From an optimization exercise on the open Yosys and OpenROAD flow, aimed at small area and a short achievable clock period; shortcuts taken in it are not production practice. In this exercise RTL edits were held to simulation tests only and were not proved equivalent to the original.

[flow/run.sh]
#!/bin/bash
# synth_recipe.tcl (not shown) runs the flow's synth.tcl, then flattens the netlist and writes it again
# the make line also repeats each setting of config.mk as NAME=value (left out here)
make -C /OpenROAD-flow-scripts/flow DESIGN_CONFIG=/design/flow/config.mk WORK_HOME=/design/flow/orfs CLKGATE_MAP_FILE= SYNTH_SCRIPT=/design/flow/synth_recipe.tcl finish
[flow/config.mk]
export PLATFORM = sky130hd
export DESIGN_NAME = cvu
export DESIGN_NICKNAME = cvu
export VERILOG_FILES = /design/flow/design.v
export SDC_FILE = /design/flow/constraint.sdc
export NUM_CORES = 4
export LEC_CHECK = 0
export CAP_MARGIN = 20
export CORE_MARGIN = 2
export CORE_UTILIZATION = 40
export SLEW_MARGIN = 20
[flow/constraint.sdc]
create_clock -name core_clock -period 20.0 [get_ports {clk}]
set_input_delay 4.0000 -clock core_clock [delete_from_list [all_inputs] [get_ports {clk}]]
set_output_delay 4.0000 -clock core_clock [all_outputs]
set_load 0.01 [all_outputs]
[flow/design.v]
module cvu (
    input  wire        clk,
    input  wire        rst,           
    input  wire [1:0]  cfg_poly,      
    input  wire        cfg_guard,     
    input  wire [31:0] cfg_xor,       
    input  wire        in_valid,
    input  wire        in_first,      
    input  wire        in_last,       
    input  wire [5:0]  in_words,      
    input  wire [63:0] in_guard,      
    input  wire [2:0]  in_nbytes,     
    input  wire [63:0] in_data,       
    input  wire        sw_we,
    input  wire [1:0]  sw_addr,       
    input  wire [31:0] sw_wdata,
    output reg  [31:0] cvrun,
    output wire [31:0] cvres,
    output reg         lostf,
    output reg         matchf,
    output reg         misf,
    output reg  [15:0] cvlost,
    output wire        busy
);
    localparam DEPTH = 32;
    localparam W     = 38;            
    function [31:0] crc8_p0;
        input [63:0] d;
        begin
            crc8_p0[0] = ^(d & 64'h1f91caf6386f2c25);
            crc8_p0[1] = ^(d & 64'h3f2395ec70de584b);
            crc8_p0[2] = ^(d & 64'h7e472bd8e1bcb097);
            crc8_p0[3] = ^(d & 64'hfc8e57b1c379612e);
            crc8_p0[4] = ^(d & 64'he68d6595be9dee78);
            crc8_p0[5] = ^(d & 64'hd28b01dd4554f0d5);
            crc8_p0[6] = ^(d & 64'hba87c94cb2c6cd8e);
            crc8_p0[7] = ^(d & 64'h6a9e586f5de2b738);
            crc8_p0[8] = ^(d & 64'hd53cb0debbc56e71);
            crc8_p0[9] = ^(d & 64'hb5e8ab4b4fe5f0c6);
            crc8_p0[10] = ^(d & 64'h74409c60a7a4cda9);
            crc8_p0[11] = ^(d & 64'he88138c14f499b53);
            crc8_p0[12] = ^(d & 64'hce93bb74a6fc1a83);
            crc8_p0[13] = ^(d & 64'h82b6bc1f75971923);
            crc8_p0[14] = ^(d & 64'h1afcb2c8d3411e63);
            crc8_p0[15] = ^(d & 64'h35f96591a6823cc6);
            crc8_p0[16] = ^(d & 64'h6bf2cb234d04798c);
            crc8_p0[17] = ^(d & 64'hd7e596469a08f318);
            crc8_p0[18] = ^(d & 64'hb05ae67b0c7eca15);
            crc8_p0[19] = ^(d & 64'h7f2406002092b80f);
            crc8_p0[20] = ^(d & 64'hfe480c004125701f);
            crc8_p0[21] = ^(d & 64'he301d2f6ba25cc1b);
            crc8_p0[22] = ^(d & 64'hd9926f1b4c24b412);
            crc8_p0[23] = ^(d & 64'hacb514c0a0264400);
            crc8_p0[24] = ^(d & 64'h46fbe3777823a425);
            crc8_p0[25] = ^(d & 64'h8df7c6eef047484a);
            crc8_p0[26] = ^(d & 64'h047e472bd8e1bcb0);
            crc8_p0[27] = ^(d & 64'h08fc8e57b1c37961);
            crc8_p0[28] = ^(d & 64'h11f91caf6386f2c2);
            crc8_p0[29] = ^(d & 64'h23f2395ec70de584);
            crc8_p0[30] = ^(d & 64'h47e472bd8e1bcb09);
            crc8_p0[31] = ^(d & 64'h8fc8e57b1c379612);
        end
    endfunction
    function [31:0] lmap_p0;
        input [63:0] d;
        begin
            lmap_p0[0] = ^(d & 64'h7b3d7f4100000001);
            lmap_p0[1] = ^(d & 64'hf67afe8200000002);
            lmap_p0[2] = ^(d & 64'hecf5fd0400000004);
            lmap_p0[3] = ^(d & 64'hd9ebfa0800000008);
            lmap_p0[4] = ^(d & 64'hc8ea8b5100000010);
            lmap_p0[5] = ^(d & 64'heae869e300000020);
            lmap_p0[6] = ^(d & 64'haeedac8700000040);
            lmap_p0[7] = ^(d & 64'h26e6264f00000080);
            lmap_p0[8] = ^(d & 64'h4dcc4c9e00000100);
            lmap_p0[9] = ^(d & 64'he0a5e67d00000200);
            lmap_p0[10] = ^(d & 64'hba76b3bb00000400);
            lmap_p0[11] = ^(d & 64'h74ed677600000800);
            lmap_p0[12] = ^(d & 64'h92e7b1ad00001000);
            lmap_p0[13] = ^(d & 64'h5ef21c1b00002000);
            lmap_p0[14] = ^(d & 64'hc6d9477700004000);
            lmap_p0[15] = ^(d & 64'h8db28eee00008000);
            lmap_p0[16] = ^(d & 64'h1b651ddc00010000);
            lmap_p0[17] = ^(d & 64'h36ca3bb800020000);
            lmap_p0[18] = ^(d & 64'h16a9083100040000);
            lmap_p0[19] = ^(d & 64'h566f6f2300080000);
            lmap_p0[20] = ^(d & 64'hacdede4600100000);
            lmap_p0[21] = ^(d & 64'h2280c3cd00200000);
            lmap_p0[22] = ^(d & 64'h3e3cf8db00400000);
            lmap_p0[23] = ^(d & 64'h07448ef700800000);
            lmap_p0[24] = ^(d & 64'h75b462af01000000);
            lmap_p0[25] = ^(d & 64'heb68c55e02000000);
            lmap_p0[26] = ^(d & 64'hadecf5fd04000000);
            lmap_p0[27] = ^(d & 64'h5bd9ebfa08000000);
            lmap_p0[28] = ^(d & 64'hb7b3d7f410000000);
            lmap_p0[29] = ^(d & 64'h6f67afe820000000);
            lmap_p0[30] = ^(d & 64'hdecf5fd040000000);
            lmap_p0[31] = ^(d & 64'hbd9ebfa080000000);
        end
    endfunction
    function [31:0] crc8_p1;
        input [63:0] d;
        begin
            crc8_p1[0] = ^(d & 64'h04d101df481b4e5a);
            crc8_p1[1] = ^(d & 64'h09a203be90369cb5);
            crc8_p1[2] = ^(d & 64'h1344077d206d396b);
            crc8_p1[3] = ^(d & 64'h26880efa40da72d7);
            crc8_p1[4] = ^(d & 64'h4d101df481b4e5af);
            crc8_p1[5] = ^(d & 64'h9a203be90369cb5e);
            crc8_p1[6] = ^(d & 64'h3091760d4ec8d8e6);
            crc8_p1[7] = ^(d & 64'h6122ec1a9d91b1cd);
            crc8_p1[8] = ^(d & 64'hc245d8353b23639a);
            crc8_p1[9] = ^(d & 64'h805ab1b53e5d896e);
            crc8_p1[10] = ^(d & 64'h046462b534a05c86);
            crc8_p1[11] = ^(d & 64'h08c8c56a6940b90c);
            crc8_p1[12] = ^(d & 64'h11918ad4d2817218);
            crc8_p1[13] = ^(d & 64'h232315a9a502e430);
            crc8_p1[14] = ^(d & 64'h46462b534a05c860);
            crc8_p1[15] = ^(d & 64'h8c8c56a6940b90c0);
            crc8_p1[16] = ^(d & 64'h1dc9ac92600c6fda);
            crc8_p1[17] = ^(d & 64'h3b935924c018dfb5);
            crc8_p1[18] = ^(d & 64'h7726b2498031bf6a);
            crc8_p1[19] = ^(d & 64'hee4d649300637ed5);
            crc8_p1[20] = ^(d & 64'hd84bc8f948ddb3f0);
            crc8_p1[21] = ^(d & 64'hb446902dd9a029bb);
            crc8_p1[22] = ^(d & 64'h6c5c2184fb5b1d2c);
            crc8_p1[23] = ^(d & 64'hd8b84309f6b63a59);
            crc8_p1[24] = ^(d & 64'hb5a187cca5773ae8);
            crc8_p1[25] = ^(d & 64'h6f920e4602f53b8a);
            crc8_p1[26] = ^(d & 64'hdf241c8c05ea7715);
            crc8_p1[27] = ^(d & 64'hba9938c743cfa071);
            crc8_p1[28] = ^(d & 64'h71e37051cf840eb8);
            crc8_p1[29] = ^(d & 64'he3c6e0a39f081d70);
            crc8_p1[30] = ^(d & 64'hc35cc098760b74bb);
            crc8_p1[31] = ^(d & 64'h826880efa40da72d);
        end
    endfunction
    function [31:0] lmap_p1;
        input [63:0] d;
        begin
            lmap_p1[0] = ^(d & 64'hc8851aab00000001);
            lmap_p1[1] = ^(d & 64'h910a355600000002);
            lmap_p1[2] = ^(d & 64'h22146aac00000004);
            lmap_p1[3] = ^(d & 64'h4428d55800000008);
            lmap_p1[4] = ^(d & 64'h8851aab000000010);
            lmap_p1[5] = ^(d & 64'h10a3556000000020);
            lmap_p1[6] = ^(d & 64'he9c3b06b00000040);
            lmap_p1[7] = ^(d & 64'hd38760d600000080);
            lmap_p1[8] = ^(d & 64'ha70ec1ac00000100);
            lmap_p1[9] = ^(d & 64'h869899f300000200);
            lmap_p1[10] = ^(d & 64'hc5b4294d00000400);
            lmap_p1[11] = ^(d & 64'h8b68529a00000800);
            lmap_p1[12] = ^(d & 64'h16d0a53400001000);
            lmap_p1[13] = ^(d & 64'h2da14a6800002000);
            lmap_p1[14] = ^(d & 64'h5b4294d000004000);
            lmap_p1[15] = ^(d & 64'hb68529a000008000);
            lmap_p1[16] = ^(d & 64'ha58f49eb00010000);
            lmap_p1[17] = ^(d & 64'h4b1e93d600020000);
            lmap_p1[18] = ^(d & 64'h963d27ac00040000);
            lmap_p1[19] = ^(d & 64'h2c7a4f5800080000);
            lmap_p1[20] = ^(d & 64'h9071841b00100000);
            lmap_p1[21] = ^(d & 64'he866129d00200000);
            lmap_p1[22] = ^(d & 64'h18493f9100400000);
            lmap_p1[23] = ^(d & 64'h30927f2200800000);
            lmap_p1[24] = ^(d & 64'ha9a1e4ef01000000);
            lmap_p1[25] = ^(d & 64'h9bc6d37502000000);
            lmap_p1[26] = ^(d & 64'h378da6ea04000000);
            lmap_p1[27] = ^(d & 64'ha79e577f08000000);
            lmap_p1[28] = ^(d & 64'h87b9b45510000000);
            lmap_p1[29] = ^(d & 64'h0f7368aa20000000);
            lmap_p1[30] = ^(d & 64'hd663cbff40000000);
            lmap_p1[31] = ^(d & 64'h64428d5580000000);
        end
    endfunction
    function [31:0] crc8_p2;
        input [63:0] d;
        begin
            crc8_p2[0] = ^(d & 64'h11303471a041b343);
            crc8_p2[1] = ^(d & 64'h226068e340836687);
            crc8_p2[2] = ^(d & 64'h44c0d1c68106cd0f);
            crc8_p2[3] = ^(d & 64'h8981a38d020d9a1f);
            crc8_p2[4] = ^(d & 64'h0233736ba45a877d);
            crc8_p2[5] = ^(d & 64'h0466e6d748b50efb);
            crc8_p2[6] = ^(d & 64'h08cdcdae916a1df6);
            crc8_p2[7] = ^(d & 64'h119b9b5d22d43bed);
            crc8_p2[8] = ^(d & 64'h233736ba45a877db);
            crc8_p2[9] = ^(d & 64'h466e6d748b50efb6);
            crc8_p2[10] = ^(d & 64'h8cdcdae916a1df6c);
            crc8_p2[11] = ^(d & 64'h088981a38d020d9a);
            crc8_p2[12] = ^(d & 64'h111303471a041b34);
            crc8_p2[13] = ^(d & 64'h2226068e34083668);
            crc8_p2[14] = ^(d & 64'h444c0d1c68106cd0);
            crc8_p2[15] = ^(d & 64'h88981a38d020d9a1);
            crc8_p2[16] = 1'b0;
            crc8_p2[17] = 1'b0;
            crc8_p2[18] = 1'b0;
            crc8_p2[19] = 1'b0;
            crc8_p2[20] = 1'b0;
            crc8_p2[21] = 1'b0;
            crc8_p2[22] = 1'b0;
            crc8_p2[23] = 1'b0;
            crc8_p2[24] = 1'b0;
            crc8_p2[25] = 1'b0;
            crc8_p2[26] = 1'b0;
            crc8_p2[27] = 1'b0;
            crc8_p2[28] = 1'b0;
            crc8_p2[29] = 1'b0;
            crc8_p2[30] = 1'b0;
            crc8_p2[31] = 1'b0;
        end
    endfunction
    function [31:0] lmap_p2;
        input [63:0] d;
        begin
            lmap_p2[0] = ^(d & 64'h6428675194210001);
            lmap_p2[1] = ^(d & 64'hc850cea328420002);
            lmap_p2[2] = ^(d & 64'h90a19d4650840004);
            lmap_p2[3] = ^(d & 64'h21433a8ca1080008);
            lmap_p2[4] = ^(d & 64'h26ae1248d6310010);
            lmap_p2[5] = ^(d & 64'h4d5c2491ac620020);
            lmap_p2[6] = ^(d & 64'h9ab8492358c40040);
            lmap_p2[7] = ^(d & 64'h35709246b1880080);
            lmap_p2[8] = ^(d & 64'h6ae1248d63100100);
            lmap_p2[9] = ^(d & 64'hd5c2491ac6200200);
            lmap_p2[10] = ^(d & 64'hab8492358c400400);
            lmap_p2[11] = ^(d & 64'h3321433a8ca10800);
            lmap_p2[12] = ^(d & 64'h6642867519421000);
            lmap_p2[13] = ^(d & 64'hcc850cea32842000);
            lmap_p2[14] = ^(d & 64'h990a19d465084000);
            lmap_p2[15] = ^(d & 64'h321433a8ca108000);
            lmap_p2[16] = 1'b0;
            lmap_p2[17] = 1'b0;
            lmap_p2[18] = 1'b0;
            lmap_p2[19] = 1'b0;
            lmap_p2[20] = 1'b0;
            lmap_p2[21] = 1'b0;
            lmap_p2[22] = 1'b0;
            lmap_p2[23] = 1'b0;
            lmap_p2[24] = 1'b0;
            lmap_p2[25] = 1'b0;
            lmap_p2[26] = 1'b0;
            lmap_p2[27] = 1'b0;
            lmap_p2[28] = 1'b0;
            lmap_p2[29] = 1'b0;
            lmap_p2[30] = 1'b0;
            lmap_p2[31] = 1'b0;
        end
    endfunction
    reg [W-1:0] bank0 [0:DEPTH/2-1];    
    reg [W-1:0] bank1 [0:DEPTH/2-1];    
    reg [5:0]  wp, rp;                
    reg        in_acc;                
    reg [1:0]  in_poly;               
    wire [5:0] occ  = wp - rp;
    wire [6:0] need = {1'b0, in_words} + (cfg_guard ? 7'd1 : 7'd0);
    wire [6:0] room = DEPTH - {1'b0, occ};
    wire start  = in_valid && in_first;
    wire admit  = start && (need <= room);
    wire lose   = start && !admit;
    wire take   = in_valid && !in_first && in_acc;
    wire gword  = admit && cfg_guard;
    wire put    = admit || take;
    wire [1:0]   bpoly  = in_first ? cfg_poly : in_poly;
    reg  [63:0]  dmask;
    integer k;
    always @(*)
        for (k = 0; k < 8; k = k + 1)
            dmask[8*k +: 8] = (k <= in_nbytes) ? 8'hFF : 8'h00;
    wire [63:0]  dm     = in_data & dmask;
    wire [31:0]  dr     = (bpoly == 2'd0) ? lmap_p0(dm) :
                          (bpoly == 2'd1) ? lmap_p1(dm) : lmap_p2(dm);
    wire [31:0]  gr     = (cfg_poly == 2'd0) ? lmap_p0(in_guard) :
                          (cfg_poly == 2'd1) ? lmap_p1(in_guard) : lmap_p2(in_guard);
    wire [W-1:0] w_beat = {bpoly, in_last, in_nbytes, dr};
    wire [W-1:0] w_grd  = {cfg_poly, 1'b0, 3'd7, gr};
    wire [W-1:0] din0   = (gword && !wp[0]) ? w_grd : w_beat;
    wire [W-1:0] din1   = (gword &&  wp[0]) ? w_grd : w_beat;
    wire [3:0] wrow   = wp[4:1];
    wire [3:0] wrow1  = wrow + 4'd1;
    wire       we0    = put && (!wp[0] || gword);
    wire [3:0] row0   = wp[0] ? wrow1 : wrow;
    wire       we1    = put && (wp[0] || gword);
    always @(posedge clk) begin
        if (we0) bank0[row0] <= din0;
        if (we1) bank1[wrow] <= din1;
    end
    reg [31:0] acc;
    reg        mid_item;              
    reg        pend_run, pend_exp;
    reg [31:0] pend_run_d, pend_exp_d;
    wire        apply_run = pend_run && !mid_item;
    wire        apply_exp = pend_exp && !mid_item;
    wire        nonempty  = (occ != 6'd0);
    wire        pop       = nonempty && !apply_run;
    wire [W-1:0] head  = rp[0] ? bank1[rp[4:1]] : bank0[rp[4:1]];
    wire [31:0]  hr    = head[31:0];
    wire [2:0]   hnb   = head[34:32];
    wire         hlast = head[35];
    wire [1:0]   hpoly = head[37:36];
    wire [31:0] vm  = (hpoly == 2'd2) ? {16'd0, acc[15:0]} : acc;
    wire [31:0] u   = vm ^ hr;
    wire [63:0] mal = {32'd0, u} << {~hnb, 3'b000};
    reg  [31:0] ush;
    always @(*) begin
        case (hnb)
            3'd0:    ush = {8'd0,  u[31:8]};
            3'd1:    ush = {16'd0, u[31:16]};
            3'd2:    ush = {24'd0, u[31:24]};
            default: ush = 32'd0;
        endcase
    end
    wire [31:0] cs = (hpoly == 2'd0) ? crc8_p0(mal) :
                     (hpoly == 2'd1) ? crc8_p1(mal) : crc8_p2(mal);
    wire [31:0] acc_next = cs ^ ush;
    wire [31:0] res_full = cvrun ^ cfg_xor;
    assign cvres = (cfg_poly == 2'd2) ? {16'd0, res_full[15:0]} : res_full;
    assign busy  = nonempty || mid_item || pend_run || pend_exp;
    wire clr = sw_we && (sw_addr == 2'd2);
    always @(posedge clk) begin
        if (rst) begin
            wp         <= 6'd0;
            rp         <= 6'd0;
            in_acc     <= 1'b0;
            in_poly    <= 2'd0;
            acc        <= 32'd0;
            cvrun      <= 32'd0;
            mid_item   <= 1'b0;
            pend_run   <= 1'b0;
            pend_exp   <= 1'b0;
            pend_run_d <= 32'd0;
            pend_exp_d <= 32'd0;
            lostf      <= 1'b0;
            matchf     <= 1'b0;
            misf       <= 1'b0;
            cvlost     <= 16'd0;
        end else begin
            if (gword)
                wp <= wp + 6'd2;
            else if (put)
                wp <= wp + 6'd1;
            if (start) begin
                in_acc  <= admit;
                in_poly <= cfg_poly;
            end
            if (apply_run) begin
                acc   <= pend_run_d;
                cvrun <= pend_run_d;
            end else if (pop) begin
                rp  <= rp + 6'd1;
                acc <= acc_next;
                if (hlast) begin
                    cvrun    <= acc_next;
                    mid_item <= 1'b0;
                end else begin
                    mid_item <= 1'b1;
                end
            end
            if (sw_we && sw_addr == 2'd0) begin
                pend_run   <= 1'b1;
                pend_run_d <= sw_wdata;
            end else if (apply_run) begin
                pend_run   <= 1'b0;
            end
            if (sw_we && sw_addr == 2'd1) begin
                pend_exp   <= 1'b1;
                pend_exp_d <= sw_wdata;
            end else if (apply_exp) begin
                pend_exp   <= 1'b0;
            end
            if (lose)
                lostf <= 1'b1;
            else if (clr && sw_wdata[0])
                lostf <= 1'b0;
            if (apply_exp && pend_exp_d == cvres)
                matchf <= 1'b1;
            else if (clr && sw_wdata[1])
                matchf <= 1'b0;
            if (apply_exp && pend_exp_d != cvres)
                misf <= 1'b1;
            else if (clr && sw_wdata[2])
                misf <= 1'b0;
            if (lose)
                cvlost <= cvlost + 16'd1;
        end
    end
endmodule
==> flow_summary.yaml <==
outcome:
  status: "no timing/DRC/antenna violations"
clock_network:
  insertion_delay_ns: 0.78
  cts_buffers: 136
  ctsHoldBuffers: 0
  cts_max_level: 4
  numClockSinks: 1385
  clk_pin_slew_ns: 0.06
  cts_setup_buffers: 0
  cts_tree: "done"
  cts-root-buf: "clkbuf_16"
  post_cts_resize_count: 0
  cts_buffer_depth: 3
global_route:
  grt_pass1_vias: 57800
  grtUsageMet1: 0.385
  track_usage: 0.305
  grt_pass1_wl_microns: 463000
  use_met3: 0.0444
  grt_max_degree: 96
  grt_use_met2: 0.485
  grt.busiest_layer: "met2"
  antenna_found_initial: 9
  grt-ovfl-total: 0
yosys:
  synth.distinct_cells: 112
  yosysSeqAreaShare: 0.473
  yosysWarnings: 1
  synthCells: 7056
  synth_edf_count: 1216
  syn_area_sq_um: 84400
  synth_ff_type: "edfxtp_1"
  async_flop_share: 0
  syn_nets: 7291
  syn-mean-instance-area_sq_um: 12.0
  synth_seq_cells: 1385
timing:
  fmax_ghz: 0.103
  grt_setup_unrepaired: "no"
  skew_ns: 0.0388
  hold_viol_final: 0
  final.min_clock_period_ns: 9.68
  setup_viol_count_final: 0
  slew_violations: 0
  period_share: 0.484
  slew_headroom: 0.154
  tns_ns: 0
  worst_pin_slew_ns: 1.23
finish:
  layout.nets: 7555
  final_cell_mix: "xnor2_1 (1458), edfxtp_1 (1216), nand2_1 (577)"
  syn_to_final_growth_pct: 13.7
  post-route-util: 0.458
  layout.cells.most_common: "xnor2_1"
  layout-drive-gt1-share: 0.111
min_path:
  hp-class: "flip-flop to flip-flop"
die:
  dieWidth_microns: 463
  die_area_sq_um: 215000
  initial_core_util: 0.403
  row_count: 168
  fp.coreArea_sq_um: 210000
  io_pins: 296
  die_y_microns: 463
critical_path:
  cp-start-kind: "flip-flop"
  crit_fanout: 95
  crit_required_ns: 20.63
  critPathSlowestCell: "a221oi_1"
  critPathTopFamily: "buffers and inverters"
  max_stage_delay_ns: 0.98
  cp.arrival_ns: 10.31
  crit_type: "flip-flop to flip-flop"
  cp_num_buf_inv: 6
  cpMostUsedCell: "buf_4"
  endpoint_kind: "flip-flop"
  cp_cell_sequence: "buf_4 > buf_4 > buf_12 > buf_4 > mux2i_1 > a22oi_1 > a21oi_1 > nor4_1 > xnor2_2 > buf_4 > xnor2_1 > mux2i_2 > buf_4 > xnor2_1 > nand2_1 > xnor3_1 > xor2_1 > xnor3_1 > a221oi_1 > nor2_1 > mux2i_1 > nor2_1"
place:
  gp_congestion: 1.08
  io_buffers: 295
  dp_hpwl_microns: 246000
detailed_routing:
  vias: 59100
  drtIter0Drc: 7097
  drtPass1Iterations: 8
  antenna_left: 0
  via_per_inst: 5.77
  route.detailed.drc: 0
  post_drt_wl_per_cell_microns: 32.7
  drt_wl_total_microns: 335000
job:
  maxCapViolCount: 0
-- path summary, 6_finish.rpt --
check	slack, ns	start	cells past startpoint	endpoint
setup / recovery	10.32	flip-flop	22	cvrun[26]$_SDFFE_PP0P_
hold / removal	0.46	pend_run_d[31]$_SDFFE_PP0P_	2	pend_run_d[31]$_SDFFE_PP0P_
setup reg to reg	10.32	flip-flop	22	cvrun[26]$_SDFFE_PP0P_
hold reg to reg	0.46	pend_run_d[31]$_SDFFE_PP0P_	2	pend_run_d[31]$_SDFFE_PP0P_
-- layout make-up --
| cell class | instances | area [sq um] |
|---|---|---|
| timing repair buffer | 551 | 4870 |
| clock inverter | 75 | 993 |
| fill | 19100 | 114000 |
| sequential | 1385 | 39900 |
| clock buffer | 169 | 3580 |
| tap | 2805 | 3510 |
| inverter | 31 | 116 |
| multi-input combinational | 5215 | 42900 |
| antenna | 7 | 17.5 |
-- synth_stat cells (23+ instances only) --
cell / number / share of area
buf_2: 52 / 0.0031
buf_4: 33 / 0.0029
and2_1: 30 / 0.0022
xnor3_1: 139 / 0.037
mux4_2: 118 / 0.032
and3_1: 23 / 0.0017
nor2b_1: 27 / 0.0020
mux2_2: 33 / 0.0044
nand3_1: 133 / 0.0079
o211ai_1: 36 / 0.0032
xnor2_1: 1465 / 0.15
xor2_1: 541 / 0.056
nand2b_1: 27 / 0.0020
nor3_1: 50 / 0.0030
nand2_1: 577 / 0.026
o21ai_0: 139 / 0.0082
nand4_1: 43 / 0.0032
buf_6: 32 / 0.0043
a21oi_1: 301 / 0.018
nor2_1: 439 / 0.020
clkbuf_1: 272 / 0.012
dfxtp_1: 169 / 0.040
mux2i_1: 495 / 0.059
o22ai_1: 24 / 0.0018
buf_1: 32 / 0.0014
edfxtp_1: 1216 / 0.43
inv_1: 30 / 0.0013
a22oi_1: 174 / 0.015
a211oi_1: 36 / 0.0032
-- flip-flops by register name, summed over array words and instances, names as in the netlist, 2 cells and up, named ones only --
register    count
rp              6
pend_exp_d     32
in_poly         2
pend_run_d     32
bank0         608
wp              6
bank1         608
cvlost         16
cvrun          32
acc            32
-- through the flow --
step / instances / hold slack, ns / worst slack, ns / area (sq um)
detailed placement: 9986 / 0.447 / 10.23 / 91300
global placement: 9985 / 0.446 / 10.04 / 91200
global route: 10200 / 0.475 / 10.03 / 95900
floorplan: 7056 / 0.430 / 10.62 / 84400
finish: 10200 / 0.464 / 10.32 / 95900
CTS: 10200 / 0.456 / 10.51 / 95900
-- layer usage --
| layer | vias to the layer above | share of wire |
|---|---|---|
| met3 | 779 | 0.071 |
| met4 | 6 | 0.081 |
| met2 | 3111 | 0.46 |
| li1 | 25600 | - |
| met5 | - | 0.00012 |
| met1 | 29600 | 0.39 |
-- cells by family (layout without fill, tap and decap cells) --
| group | after synthesis | count (layout) | synth area share |
|---|---|---|---|
| buffers and inverters | 456 | 826 | 0.0259 |
| AND/OR/NAND/NOR | 1450 | 1450 | 0.0760 |
| other | 0 | 7 | 0 |
| XOR/XNOR | 2191 | 2191 | 0.256 |
| multiplexers | 649 | 649 | 0.0954 |
| AO/OA/AOI/OAI | 902 | 902 | 0.0703 |
| adder cells (fa/ha/maj) | 23 | 23 | 0.00350 |
| flip-flops | 1385 | 1385 | 0.473 |
-- worst reg2reg max path: cells and delay by family, from the launching register on --
| family | cells | cell delay, ns |
|---|---|---|
| buffers and inverters | 6 | 3.32 |
| XOR/XNOR | 6 | 2.57 |
| AO/OA/AOI/OAI | 3 | 1.25 |
| AND/OR/NAND/NOR | 4 | 1.06 |
| flip-flops | 1 | 0.70 |
| multiplexers | 3 | 0.62 |

==> port drivers added, routing unchanged <==
The results above use ideal ports. As a check the final layout listed here was re-extracted and re-timed, cells and wires unchanged. Step 1: set_driving_cell puts a clkbuf_16 on clk and a buf_2 on each other input, an assumption about the parent block. Step 2 also shifts input and output timing later by t, the mid clock arrival at the registers, as if the neighbouring blocks saw the same clock. a / b / c = ideal / step 1 / step 2; a / b = the first two.
shift t [ns]: 0.861
setup WS [ns]: 10.322 / 10.322 / 10.177
worst register clock-pin slew, ns: 0.07 / 0.07
worst slew at a driven data input, ns: 0.09
pins driven straight from the clock port: 1
After both steps setup and hold are still met in this run. For this run, drivers alone change the setup slack by 0.000 ns; drivers and shift together by -0.145 ns.
